This design comes from an exercise in tuning for small area, a short achievable clock period and few clock cycles per item on the open sky130 flow, not from production work. RTL that was checked went through simulation tests only; none was proved equivalent to the original. No activity file was given, so power comes from the tool's default toggle rates.

==> 02-23: inputs <==
// flow_hash
module flow_hash (
    input  wire         clk,
    input  wire         rst,         
    input  wire         in_valid,
    output wire         in_ready,
    input  wire [1:0]   in_op,       
    input  wire [3:0]   in_len,      
    input  wire         in_frag,     
    input  wire [31:0]  in_seed,
    input  wire [511:0] in_words,    
    output wire         out_valid,
    input  wire         out_ready,
    output wire [31:0]  out_hash
);
    wire [31:0] w0 = in_words[31:0];
    wire [31:0] w1 = in_words[63:32];
    wire [31:0] w2 = in_words[95:64];
    wire [31:0] w3 = in_words[127:96];
    wire [31:0] w4 = in_words[159:128];
    wire [31:0] w5 = in_words[191:160];
    wire [31:0] w6 = in_words[223:192];
    wire [31:0] w7 = in_words[255:224];
    wire [31:0] w8 = in_words[287:256];
    wire [31:0] w9 = in_words[319:288];
    wire [31:0] w10 = in_words[351:320];
    wire [31:0] w11 = in_words[383:352];
    wire [31:0] w12 = in_words[415:384];
    wire [31:0] w13 = in_words[447:416];
    wire [31:0] w14 = in_words[479:448];
    wire [31:0] w15 = in_words[511:480];
    wire op_hash = (in_op == 2'd0);
    wire op_hsy4 = (in_op == 2'd1);
    wire op_hsy6 = in_op[1];
    wire [31:0] cm = in_op[0] ? w1 : w4;
  ...
export LEC_CHECK = 0
export CAP_MARGIN = 0
export CORE_MARGIN = 2
export CORE_UTILIZATION = 40
export SETUP_SLACK_MARGIN = 3.5
export SLEW_MARGIN = 0
export TNS_END_PERCENT = 100
create_clock -name core_clock -period 8.0 [get_ports {clk}]
standard.sh (not shown) runs the stock make flow with config.mk's settings and CLKGATE_MAP_FILE= SYNTH_SCRIPT=/design/flow/synth_recipe.tcl, a recipe that flattens the netlist after the stock synthesis.
==> flow/flow/run.sh <==
#!/bin/bash
# Own layout flow: the standard layout (standard.sh: ORFS synthesis to
# final layout, unchanged), except that the port buffers that global
# placement inserts on every input and output are the platform's smallest
# plain buffer (buf_1) instead of the clkdlybuf4s50_1 delay cell that
# buffer_ports picks by default.  Repair may still resize them.
set -euo pipefail
export BUFFER_PORTS_ARGS="-buffer_cell sky130_fd_sc_hd__buf_1"
bash standard.sh finish > standard_flow.log 2>&1
==> 08-19 (differences from 02-23) <==
--- a/flow/design.v
+++ b/flow/design.v
@@ -431,24 +431,29 @@
     wire [31:0] sw6  = {fb[11:0], fb[31:12]} ^ {fa[19:0], fa[31:20]};
     wire [31:0] gs6  = (sw6 ^ {x6w[12:0], x6w[31:13]}) ^ fcd;
     wire [31:0] g = swap4 ? gs4 : (swap6 ? gs6 : gk);
     reg         v1, v2, ov;
     reg  [31:0] g1;
     reg  [3:0]  n1;
-    reg  [3:0]  rl1, rh1;
+    reg  [3:0]  n1b;
     wire [31:0] gs = g1;
     reg  [31:0] y2;
     reg  [31:0] res;
     wire stall = ov & ~out_ready;
     assign in_ready  = ~stall;
     assign out_valid = ov;
     assign out_hash  = res ^ {15'd0, res[31:15]};
-    wire [31:0] t0 = ({gs[26:0], gs[31:27]} & {32{rl1[0]}}) | ({gs[21:0], gs[31:22]} & {32{rl1[1]}})
-                   | ({gs[16:0], gs[31:17]} & {32{rl1[2]}}) | ({gs[11:0], gs[31:12]} & {32{rl1[3]}});
-    wire [31:0] hr = (t0 & {32{rh1[0]}}) | ({t0[11:0], t0[31:12]} & {32{rh1[1]}})
-                   | ({t0[23:0], t0[31:24]} & {32{rh1[2]}}) | ({t0[3:0], t0[31:4]} & {32{rh1[3]}});
+    wire [31:0] t0 = {gs[26:0], gs[31:27]};
+    wire [31:0] u1 = {t0[26:0], t0[31:27]};
+    wire [31:0] t1 = {n1b[0] ? t0[31:16] : u1[31:16], n1[0] ? u1[15:0] : t0[15:0]};
+    wire [31:0] u2 = {t1[21:0], t1[31:22]};
+    wire [31:0] t2 = {n1b[1] ? t1[31:16] : u2[31:16], n1[1] ? u2[15:0] : t1[15:0]};
+    wire [31:0] u3 = {t2[11:0], t2[31:12]};
+    wire [31:0] t3 = {n1b[2] ? t2[31:16] : u3[31:16], n1[2] ? u3[15:0] : t2[15:0]};
+    wire [31:0] u4 = {t3[23:0], t3[31:24]};
+    wire [31:0] hr = {n1b[3] ? t3[31:16] : u4[31:16], n1[3] ? u4[15:0] : t3[15:0]};
     wire ma_1;
     wire ma_2;
     assign ma_1 = ~hr[5] ^ ~hr[0];
     assign ma_2 = ~hr[5] & ~hr[0];
     wire ma_3;
     wire ma_4;
@@ -1475,13 +1480,12 @@
             v2 <= v1;
             ov <= v2;
         end
         if (~stall) begin
             g1  <= g;
             n1  <= nm1;
-            rl1 <= 4'd1 << nm1[1:0];
-            rh1 <= 4'd1 << nm1[3:2];
+            n1b <= ~nm1;
             y2  <= ya;
             res <= fin;
         end
     end
 endmodule
- SETUP_SLACK_MARGIN: 3.5 -> 3.6
- TNS_END_PERCENT: 100 -> 20
==> 02-22 (differences from 02-23) <==
--- a/flow/design.v
+++ b/flow/design.v
@@ -421,19 +421,13 @@
     wire [31:0] cor4 = {d01[4:0], d01[31:5]} ^ {d01[9:0], d01[31:10]} ^ {x4w[14:0], x4w[31:15]};
     wire [31:0] fb20 = {fb[11:0], fb[31:12]};
     wire [31:0] pq   = fa ^ fb20;
     wire [15:0] x6   = xs;
     wire [31:0] x6w  = {x6, x6};
     wire [31:0] cor6 = pq ^ {pq[19:0], pq[31:20]} ^ {x6w[12:0], x6w[31:13]};
-    wire [31:0] fab  = fa ^ fb;
-    wire [31:0] fcd  = fc ^ fd;
-    wire [31:0] gk   = fab ^ fcd;
-    wire [31:0] gs4  = (fab ^ cor4) ^ fcd;
-    wire [31:0] sw6  = {fb[11:0], fb[31:12]} ^ {fa[19:0], fa[31:20]};
-    wire [31:0] gs6  = (sw6 ^ {x6w[12:0], x6w[31:13]}) ^ fcd;
-    wire [31:0] g = swap4 ? gs4 : (swap6 ? gs6 : gk);
+    wire [31:0] g = fold ^ ((swap4 ? cor4 : 32'd0) | (swap6 ? cor6 : 32'd0));
     reg         v1, v2, ov;
     reg  [31:0] g1;
     reg  [3:0]  n1;
     reg  [3:0]  rl1, rh1;
     wire [31:0] gs = g1;
     reg  [31:0] y2;
- GPL_ROUTABILITY_DRIVEN: default -> 0
- SETUP_SLACK_MARGIN: 3.5 -> 3.4
==> comparison table <==
| metric | 08-19 | 02-23 | 02-22 |
|---|---|---|---|
| Run status | finished clean | finished clean | finished clean |
| Drt wl/cell | 27.1 microns | 26.2 microns | 25.7 microns |
| Sum of net half-perimeters after detailed placement | 94500 microns | 91400 microns | 86600 microns |
| Initial core utilization | 0.405 | 0.406 | 0.402 |
| Total power divided by cell area | 406 nW/um^2 | 420 nW/um^2 | 413 nW/um^2 |
| Setup Slack @ Placement | 1.81 ns | 1.71 ns | 2.10 ns |
| Share of post-route cells with drive strength above 1 | 0.104 | 0.123 | 0.0687 |
| Non-clock buffer area fraction after layout | 0.124 | 0.120 | 0.112 |
| Slew at the pin closest to its max-slew limit | 1.15 ns | 1.09 ns | 0.999 ns |
| GRT Resource Usage Total | 0.376 | 0.347 | 0.348 |
| Final-layout fill cell count | 5631 | 5557 | 5545 |
| Register-to-register path setup slack | 3.08 ns | 3.46 ns | 3.61 ns |
| Final period demand of the worst path | 4.92 ns | 4.55 ns | 4.68 ns |
| Die boundary width | 241 microns | 244 microns | 239 microns |
| Fraction of the mapped netlist area in simple logic gates | 0.138 | 0.145 | 0.129 |
| Placed insts | 4020 | 4057 | 3965 |
| Util after Layout | 0.489 | 0.505 | 0.479 |
| Adder and majority cell fraction of the synthesized area | 0.181 | 0.177 | 0.184 |
| Destination of the critical timing path | y2[31] | g1[4] | g1[16] |
| Part of the cycle the worst path needs | 0.615 | 0.569 | 0.585 |
| Worst-case vdd ir drop | 0.446 mV | 0.840 mV | 0.489 mV |
| Count of cells along the worst register-to-register path | 20 | 18 | 18 |
| Instance area after placement | 25200 sq um | 25900 sq um | 25000 sq um |
Testbench counts of 02-22, summed over its fixed seeds: cycles 9,624, items 9,600.
Only the layout flow was run in 02-23 and 08-19; the RTL was not checked for function there.

[afterwards: timing with drivers on the ports]
Ports are ideal in the flow. The routed layouts listed here were re-timed in OpenROAD.
Step 1, drivers: a clkbuf_16 drives clk and a buf_2 each remaining input, both assumed.
Step 2 adds t to the input delays and takes it off the output delays; t is the mean of the earliest and latest rising clock arrival at the registers after step 1. Input paths then give back, and output paths get back, about the clock's delay inside the block.
Slacks: ideal ports / drivers / drivers and shift; pairs: ideal ports / drivers.
run	t, ns	setup slack, ns	worst setup path at the end	worst data-port slew with drivers (ns)	cell pins on the clock port's net
02-23	0.406	3.446 / 3.217 / 2.811	input to register	0.31	1
08-19	0.422	3.079 / 2.825 / 2.403	input to register	0.36	1
02-22	0.415	3.324 / 3.208 / 2.793	input to register	0.28	1
After both steps every run listed still meets setup and hold. The setup slack of 08-19, which loses most, moves by -0.254 ns with the drivers and by -0.676 ns with both steps.
